This design comes from an exercise in tuning for small area, a short achievable clock period and few clock cycles per item on the open sky130 flow, not from production work.
In this exercise RTL edits were held to simulation tests only and were not proved equivalent to the original.
Power and IR drop assume default switching activity.

$ cat flow/design.v
module subblock_chooser (
    input  wire        clk,
    input  wire        rst,
    input  wire        in_valid,
    output wire        in_ready,
    input  wire        in_first,
    input  wire        in_last,
    input  wire [23:0] in_value,
    input  wire [1:0]  in_hcnt,
    input  wire [23:0] in_hist1,
    input  wire [23:0] in_hist2,
    input  wire [23:0] in_hist3,
    output reg         out_valid,
    input  wire        out_ready,
    output reg  [1:0]  out_mode,
    output reg  [4:0]  out_param,
    output reg  [11:0] out_bits
);
    localparam NK = 23;             
    localparam NC = 4 * NK + 1;     
    localparam ESC = NK;            
    reg        rdy;                 
    reg  [1:0] outst;               
    assign in_ready = rdy;
    wire take     = in_valid && rdy;
    wire take_end = take && in_last;
    wire pop      = out_valid && out_ready;
    reg  [1:0] hold;
    wire [1:0] outst_n = outst + {1'b0, take_end} - {1'b0, pop};
    always @(posedge clk) begin
        if (rst) begin
            rdy   <= 1'b1;
            outst <= 2'd0;
            hold  <= 2'd0;
        end else begin
            outst <= outst_n;
            if (take_end)
                hold <= 2'd1;
            else if (hold != 2'd0)
                hold <= hold - 2'd1;
            rdy <= !take_end && (hold == 2'd0) && (outst_n <= 2'd1);
        end
    end
    reg        va, firsta, lasta;
    reg [23:0] xa, y1, y2, y3;
    reg [1:0]  ha;
    always @(posedge clk) begin
        if (rst)
            va <= 1'b0;
        else
            va <= take;
        if (take) begin
            firsta <= in_first;
            lasta  <= in_last;
            xa     <= in_value;
            if (in_first) begin
                y1 <= in_hist1;
                y2 <= in_hist2;
                y3 <= in_hist3;
                ha <= in_hcnt;
            end else begin
                y1 <= xa;
                y2 <= y1;
                y3 <= y2;
                ha <= (ha == 2'd3) ? 2'd3 : ha + 2'd1;
            end
        end
    end
    wire signed [27:0] sx  = $signed(xa);
    wire signed [27:0] sy1 = $signed(y1);
    wire signed [27:0] sy2 = $signed(y2);
    wire signed [27:0] sy3 = $signed(y3);
    wire signed [27:0] d1 = sx - sy1;
    wire signed [27:0] d2 = sx - 2 * sy1 + sy2;
    wire signed [27:0] d3 = sx - 3 * sy1 + 3 * sy2 - sy3;
    wire signed [27:0] e1 = (ha >= 2'd1) ? d1 : sx;
    wire signed [27:0] e2 = (ha >= 2'd2) ? d2 : e1;
    wire signed [27:0] e3 = (ha >= 2'd3) ? d3 : e2;
    wire [23:0] u0n = {xa[22:0], 1'b0} ^ {24{xa[23]}};
    wire [24:0] u1n = {e1[23:0], 1'b0} ^ {25{e1[27]}};
    wire [25:0] u2n = {e2[24:0], 1'b0} ^ {26{e2[27]}};
    wire [26:0] u3n = {e3[25:0], 1'b0} ^ {27{e3[27]}};
    reg        vb, firstb, lastb, keepb;
    reg [23:0] u0;
    reg [24:0] u1;
    reg [25:0] u2;
    reg [26:0] u3;
    always @(posedge clk) begin
        if (rst)
            vb <= 1'b0;
        else
            vb <= va;
        begin
            firstb <= firsta;
            lastb  <= lasta;
            keepb  <= !(va && firsta);
            u0 <= u0n;
            u1 <= u1n;
            u2 <= u2n;
            u3 <= u3n;
        end
    end
    reg [11:0] acc [0:4*NK-1];
    reg [6:0]  cnt;
    wire [26:0] uu [0:3];
    assign uu[0] = {3'd0, u0};
    assign uu[1] = {2'd0, u1};
    assign uu[2] = {1'd0, u2};
    assign uu[3] = u3;
    genvar gp, gk, gb;
    generate
        for (gp = 0; gp < 4; gp = gp + 1) begin : gmode
            wire [27:0] zh;
            assign zh[27] = vb;
            for (gb = 5; gb < 27; gb = gb + 1) begin : gz
                assign zh[gb] = vb & ~|uu[gp][26:gb];
            end
            for (gk = 0; gk < NK; gk = gk + 1) begin : gacc
                wire       sml = zh[gk+5] & !(uu[gp][gk+4] & uu[gp][gk+3]);
                wire [4:0] q   = uu[gp][gk+4:gk];
                wire [5:0] g   = sml ? (6'd47 - gk - {1'b0, q}) : 6'd0;
                wire [11:0] a  = acc[gp*NK+gk];
                wire [6:0] c;
                wire [5:0] slo;
                assign c[0] = 1'b0;
                for (gb = 0; gb < 6; gb = gb + 1) begin : glo
                    assign slo[gb]  = a[gb] ^ g[gb] ^ c[gb];
                    assign c[gb+1]  = (a[gb] & g[gb]) | (a[gb] & c[gb]) | (g[gb] & c[gb]);
                end
                wire [5:0] shi;
                assign shi[0] = a[6] ^ c[6];
                for (gb = 1; gb < 6; gb = gb + 1) begin : ghi
                    assign shi[gb] = a[6+gb] ^ (c[6] & (&a[5+gb:6]));
                end
                always @(posedge clk) begin
                    acc[gp*NK+gk][5:0]  <= keepb ? slo : g;
                    acc[gp*NK+gk][11:6] <= keepb ? shi : 6'd0;
                end
            end
        end
    endgenerate
    always @(posedge clk)
        if (vb)
            cnt <= firstb ? 7'd1 : cnt + 7'd1;
    wire [11:0] esc = {cnt, 4'd0} + {1'b0, cnt, 3'd0};    
    wire [11:0] cv [0:NC-1];
    genvar g;
    generate
        for (g = 0; g < NC; g = g + 1) begin : gcand
            if (g < NK)
                assign cv[g] = ~acc[g];
            else if (g == ESC)
                assign cv[g] = ~esc;
            else
                assign cv[g] = ~acc[g-1];
        end
    endgenerate
    reg          s1, s2, s3, s4;         
    reg [NC-1:0] al1, al2, al3;
    reg [3:0]    m1;
    reg [7:0]    m2;
    reg [11:0]   mn;
    function [NC+1:0] step2(input [NC-1:0] al, input [NC-1:0] bh,
                            input [NC-1:0] bl);
        reg anyh, x, y, anyl;
        begin
            anyh = |(al & ~bh);
            x    = |(al & ~bh & ~bl);
            y    = |(al & ~bl);
            anyl = anyh ? x : y;
            step2 = {!anyh, !anyl, al & ~(bh & {NC{anyh}}) & ~(bl & {NC{anyl}})};
        end
    endfunction
    function [NC:0] step1(input [NC-1:0] al, input [NC-1:0] bh);
        reg anyh;
        begin
            anyh  = |(al & ~bh);
            step1 = {!anyh, al & ~(bh & {NC{anyh}})};
        end
    endfunction
    wire [NC-1:0] bp [0:11];
    genvar gi, gj;
    generate
        for (gj = 0; gj < 12; gj = gj + 1) begin : gplane
            for (gi = 0; gi < NC; gi = gi + 1) begin : gbit
                assign bp[gj][gi] = cv[gi][gj];
            end
        end
    endgenerate
    wire [NC+1:0] r1a = step2({NC{1'b1}}, bp[11], bp[10]);
    wire [NC+1:0] r1b = step2(r1a[NC-1:0], bp[9], bp[8]);
    wire [NC-1:0] al1n = r1b[NC-1:0];
    wire [3:0]    mn1n = {r1a[NC+1:NC], r1b[NC+1:NC]};
    wire [NC+1:0] r2a = step2(al1, bp[7], bp[6]);
    wire [NC+1:0] r2b = step2(r2a[NC-1:0], bp[5], bp[4]);
    wire [NC-1:0] al2n = r2b[NC-1:0];
    wire [3:0]    mn2n = {r2a[NC+1:NC], r2b[NC+1:NC]};
    wire [NC+1:0] r3a = step2(al2, bp[3], bp[2]);
    wire [NC+1:0] r3b = step2(r3a[NC-1:0], bp[1], bp[0]);
    wire [NC-1:0] al3n = r3b[NC-1:0];
    wire [3:0]    mn3n = {r3a[NC+1:NC], r3b[NC+1:NC]};
    integer i;
    always @(posedge clk) begin
        if (rst) begin
            s1 <= 1'b0;
            s2 <= 1'b0;
            s3 <= 1'b0;
            s4 <= 1'b0;
        end else begin
            s1 <= vb && lastb;
            s2 <= s1;
            s3 <= s2;
            s4 <= s3;
        end
        cnt4 <= cnt;
        al1 <= al1n;
        al2 <= al2n;
        al3 <= al3n;
        m1  <= mn1n;
        m2  <= {m1, mn2n};
        mn  <= {m2, mn3n};
    end
    reg [1:0]  pm;
    reg [4:0]  pk;
    always @(*) begin
        pm = 2'd0;
        pk = 5'd0;
        for (i = NC - 1; i >= 0; i = i - 1) begin
            if (al3[i]) begin
                if (i < NK) begin
                    pm = 2'd0;
                    pk = i;
                end else if (i == ESC) begin
                    pm = 2'd0;
                    pk = 5'd31;
                end else begin
                    pm = (i - 1) / NK;
                    pk = (i - 1) % NK;
                end
            end
        end
    end
    reg  [6:0]  cnt4;
    wire [11:0] bits = {cnt4, 5'd0} + {1'b0, cnt4, 4'd0} + mn + 12'd9;
    reg        qv;
    reg [1:0]  qmode;
    reg [4:0]  qparam;
    reg [11:0] qbits;
    always @(posedge clk) begin
        if (rst) begin
            out_valid <= 1'b0;
            qv        <= 1'b0;
        end else begin
            if (!out_valid || out_ready) begin
                if (qv) begin
                    out_valid <= 1'b1;
                    out_mode  <= qmode;
                    out_param <= qparam;
                    out_bits  <= qbits;
                    qv        <= s4;
                    qmode     <= pm;
                    qparam    <= pk;
                    qbits     <= bits;
                end else begin
                    out_valid <= s4;
                    out_mode  <= pm;
                    out_param <= pk;
                    out_bits  <= bits;
                end
            end else if (s4) begin
                qv     <= 1'b1;
                qmode  <= pm;
                qparam <= pk;
                qbits  <= bits;
            end
        end
    end
endmodule
$ cat flow/run.sh
#!/bin/bash
# synth_recipe.tcl (not shown) runs the flow's synth.tcl, then flattens the netlist and writes it again
# the make line also repeats each setting of config.mk as NAME=value (left out here)
make -C /OpenROAD-flow-scripts/flow DESIGN_CONFIG=/design/flow/config.mk WORK_HOME=/design/flow/orfs CLKGATE_MAP_FILE= SYNTH_SCRIPT=/design/flow/synth_recipe.tcl finish
$ cat flow/config.mk
export PLATFORM = sky130hd
export DESIGN_NAME = subblock_chooser
export DESIGN_NICKNAME = subblock_chooser
export VERILOG_FILES = /design/flow/design.v
export SDC_FILE = /design/flow/constraint.sdc
export NUM_CORES = 4
export LEC_CHECK = 0
export CAP_MARGIN = 20
export CORE_MARGIN = 2
export CORE_UTILIZATION = 50
export PLACE_DENSITY = 0.65
export SLEW_MARGIN = 20
$ cat flow/constraint.sdc
create_clock -name core_clock -period 20.0 [get_ports {clk}]
set_input_delay 4.0000 -clock core_clock [delete_from_list [all_inputs] [get_ports {clk}]]
set_output_delay 4.0000 -clock core_clock [all_outputs]
set_load 0.01 [all_outputs]
==> results.txt <==
[worst register-to-register path, cell delays in order, from the launching register on]
cell      delay (ps)
dfxtp_1          520
nor4_2           950
nand4_1          320
nor4_4           780
buf_4            280
a22o_1           680
a21oi_4          130
buf_12           230
o211ai_1        1140
and4_1           420
nand4_1          540
nor4_1           390
and4_4           780
mux2_4           700
buf_4            820
o221a_2          510
[per-stage QoR]
step / worst slack [ps] / cells / instance area [um2] / hold WS [ps] / total power [mW]
after floorplan: 12010 / 10800 / 103000 / 310 / 10.1
after global placement: 10910 / 13300 / 107000 / 312 / 13.3
after detailed placement: 11310 / 13300 / 107000 / 312 / 13.4
after CTS: 11300 / 13600 / 114000 / 326 / 17.3
final: 10760 / 13700 / 114000 / 325 / 18.0
after global routing: 11320 / 13600 / 114000 / 331 / 18.3
[cells by family (layout without fill, tap and decap cells)]
| group | count (synthesis) | in the layout | synth area share (%) |
|---|---|---|---|
| AND/OR/NAND/NOR | 3202 | 3202 | 16.0 |
| AO/OA/AOI/OAI | 2350 | 2350 | 17.7 |
| flip-flops | 1677 | 1677 | 34.1 |
| buffers and inverters | 1404 | 1568 | 5.43 |
| adder cells (fa/ha/maj) | 1083 | 1083 | 17.4 |
| XOR/XNOR | 784 | 784 | 6.69 |
| multiplexers | 252 | 252 | 2.67 |
| other | 1 | 84 | 0.00365 |
[registers in the layout, summed over array words and instances, names as in the netlist, 4 cells and up]
name	count
acc	1104
al3	93
al1	93
y3	24
m2	8
out_bits	12
u3	27
y2	24
out_param	5
u2	26
m1	4
cnt	7
al2	93
mn	12
u1	25
cnt4	7
u0	24
qparam	5
qbits	12
y1	24
xa	24
[metal layers]
layer,vias up,routed length (um),GRT usage [%]
li1,38300,-,-
met1,48400,214000,66.0
met2,8695,211000,67.6
met3,2206,108000,35.6
met4,66,50100,36.3
met5,-,1660,4.06
[cell type report]
cell class | instances | share of cell area, %
repair buffers | 349 | 2.66
clock inverters | 78 | 0.960
inverters | 865 | 2.85
flip-flops and latches | 1677 | 30.7
well taps | 2688 | 2.95
diodes | 72 | 0.158
clock buffers | 276 | 4.98
multi-input cells | 7683 | 54.7
[report_power, final]
group / internal (mW) / switching, mW / total [mW]
clock: 2.23 / 1.64 / 3.87
combinational: 2.78 / 5.98 / 8.75
sequential: 4.01 / 1.35 / 5.36
[worst paths after layout]
check / startpoint / end / cells past startpoint / slack, ps
worst max-delay path: acc[39][11] / al1[4] / 15 / 10760
worst min-delay path: m2[6] / mn[10] / 0 / 330
worst min register to register: m2[6] / mn[10] / 0 / 330
worst max register to register: acc[39][11] / al1[4] / 15 / 10760
[synth_stat cells (314+ instances only)]
| cell | count | share of area (%) |
|---|---|---|
| clkbuf_1 | 440 | 1.6 |
| xnor2_1 | 481 | 4.1 |
| fa_1 | 576 | 11 |
| a21oi_1 | 314 | 1.5 |
| nand2_1 | 719 | 2.6 |
| nand3_1 | 373 | 1.8 |
| ha_1 | 507 | 6.2 |
| o31ai_1 | 340 | 2.5 |
| inv_1 | 849 | 3.1 |
| nor2_1 | 556 | 2.0 |
| dfxtp_1 | 1532 | 30 |
| and2_1 | 698 | 4.3 |
==> metrics.yaml <==
layout.cells.most_common_list: "dfxtp_1 (1530), inv_1 (849), nand2_1 (719)"
seq_area_frac_synth_pct: 34.1
n_fill_cell: 17900
max_slew_margin_pct: 12.0
cp_slowest_cell: "o211ai_1"
fp.dieArea_um2: 209000
synth_seq_cells: 1677
root_buffer: "clkbuf_16"
end_kind: "flip-flop"
async_flop_share_pct: 0
grtUsageTotal_pct: 54.2
grt_max_degree: 246
place.gp.congestion: 1.24
min_period_ps: 9240
worst-path-max-fanout: 88
routed_wl_mm: 585
ant_nets: 0
finalCritPeriodShare_pct: 46.2
num_vias: 97700
finalSetupTns_ps: 0
grt_first_pass_wirelength_mm: 771
drt_iter0_drc: 18000
p_leak_nw: 49.5
clock_latency_ps: 940
path_cells: "nor4_2 -> nand4_1 -> nor4_4 -> buf_4 -> a22o_1 -> a21oi_4 -> buf_12 -> o211ai_1 -> and4_1 -> nand4_1 -> nor4_1 -> and4_4 -> mux2_4 -> buf_4 -> o221a_2"
status: "no timing/DRC/antenna violations"
grt_overflow: 0
synth.distinct_cells: 96
multi_input_area_um2: 62400
antenna_found_initial: 95
regArea_um2: 35000
crit_buf_inv: 3
cts_hold_buf: 0
synth_area_um2: 103000
numCtsBuffers: 193
fp.dieW_um: 457
grt_pass1_vias: 89800
cts_setup_buffers: 0
coreArea_um2: 204000
syn_inst: 10800
cts.htree.levels: 4
portBuffers: 124
cts_sinks: 1677
synthFlopType: "dfxtp_1"
yosysWarnings: 2
final_common_cell: "dfxtp_1"
drc_errors: 0
max_freq_mhz: 108
rsz0062_at_grt: "no"
vdd_ir_drop_max_uv: 403
routed_via_density: 7.13
die_y_um: 457
io_pins: 125
syn_avg_cell_area_um2: 9.55
min_path_type: "reg -> reg"
setup_viol: 0
first_pass_iters: 17
cts.path.max_buffers: 3
fin_nets: 12000
powerDensity_nw_per_um2: 158
wl_per_cell_um: 42.7
fin_skew_ps: 64.0
start_kind: "flip-flop"
final_hold_viol_count: 0
clk_pin_slew_ps: 60
crit_required_ps: 20830
maxSlewViolCount: 0
cts_tree: "done"
fin_util_pct: 55.8
drive_above_1_share_pct: 9.18
area_delta_synth_final_pct: 11.0
worstSetupPathType: "reg -> reg"
rows: 166
synth_edf_count: 145
path_delay_family: "simple AND/OR/NAND/NOR gates"
post_cts_resized: 0
start_util_pct: 50.3
dpl.hpwl_mm: 480
critPathArrivalTime_ps: 10080
tightest_slew_ps: 1310
cap_violations: 0
cpPeakStageDelay_ps: 1000
Testbench counts, summed over its fixed seeds: cycles 73,803, subblocks 1,280.

==> static timing again, ports no longer ideal <==
Ports are ideal in the flow. The routed layout listed here was re-timed in OpenROAD. Step 1, drivers: a clkbuf_16 drives clk and a buf_2 each remaining input, both assumed. Step 2 times the ports against the registers' clock, not the clock port: input delays grow and output delays shrink by t, the midpoint of the rising clock arrivals with the driver on. a / b / c = no drivers / after step 1 / after step 2; a / b = the first two.
shift t [ns]: 1.018
slack for setup (ns): 10.756 / 10.756 / 10.756
worst setup path at the end: register to register
After both steps this run still meets setup and hold. The setup slack of this run moves by 0.000 ns with the drivers and by 0.000 ns with both steps.
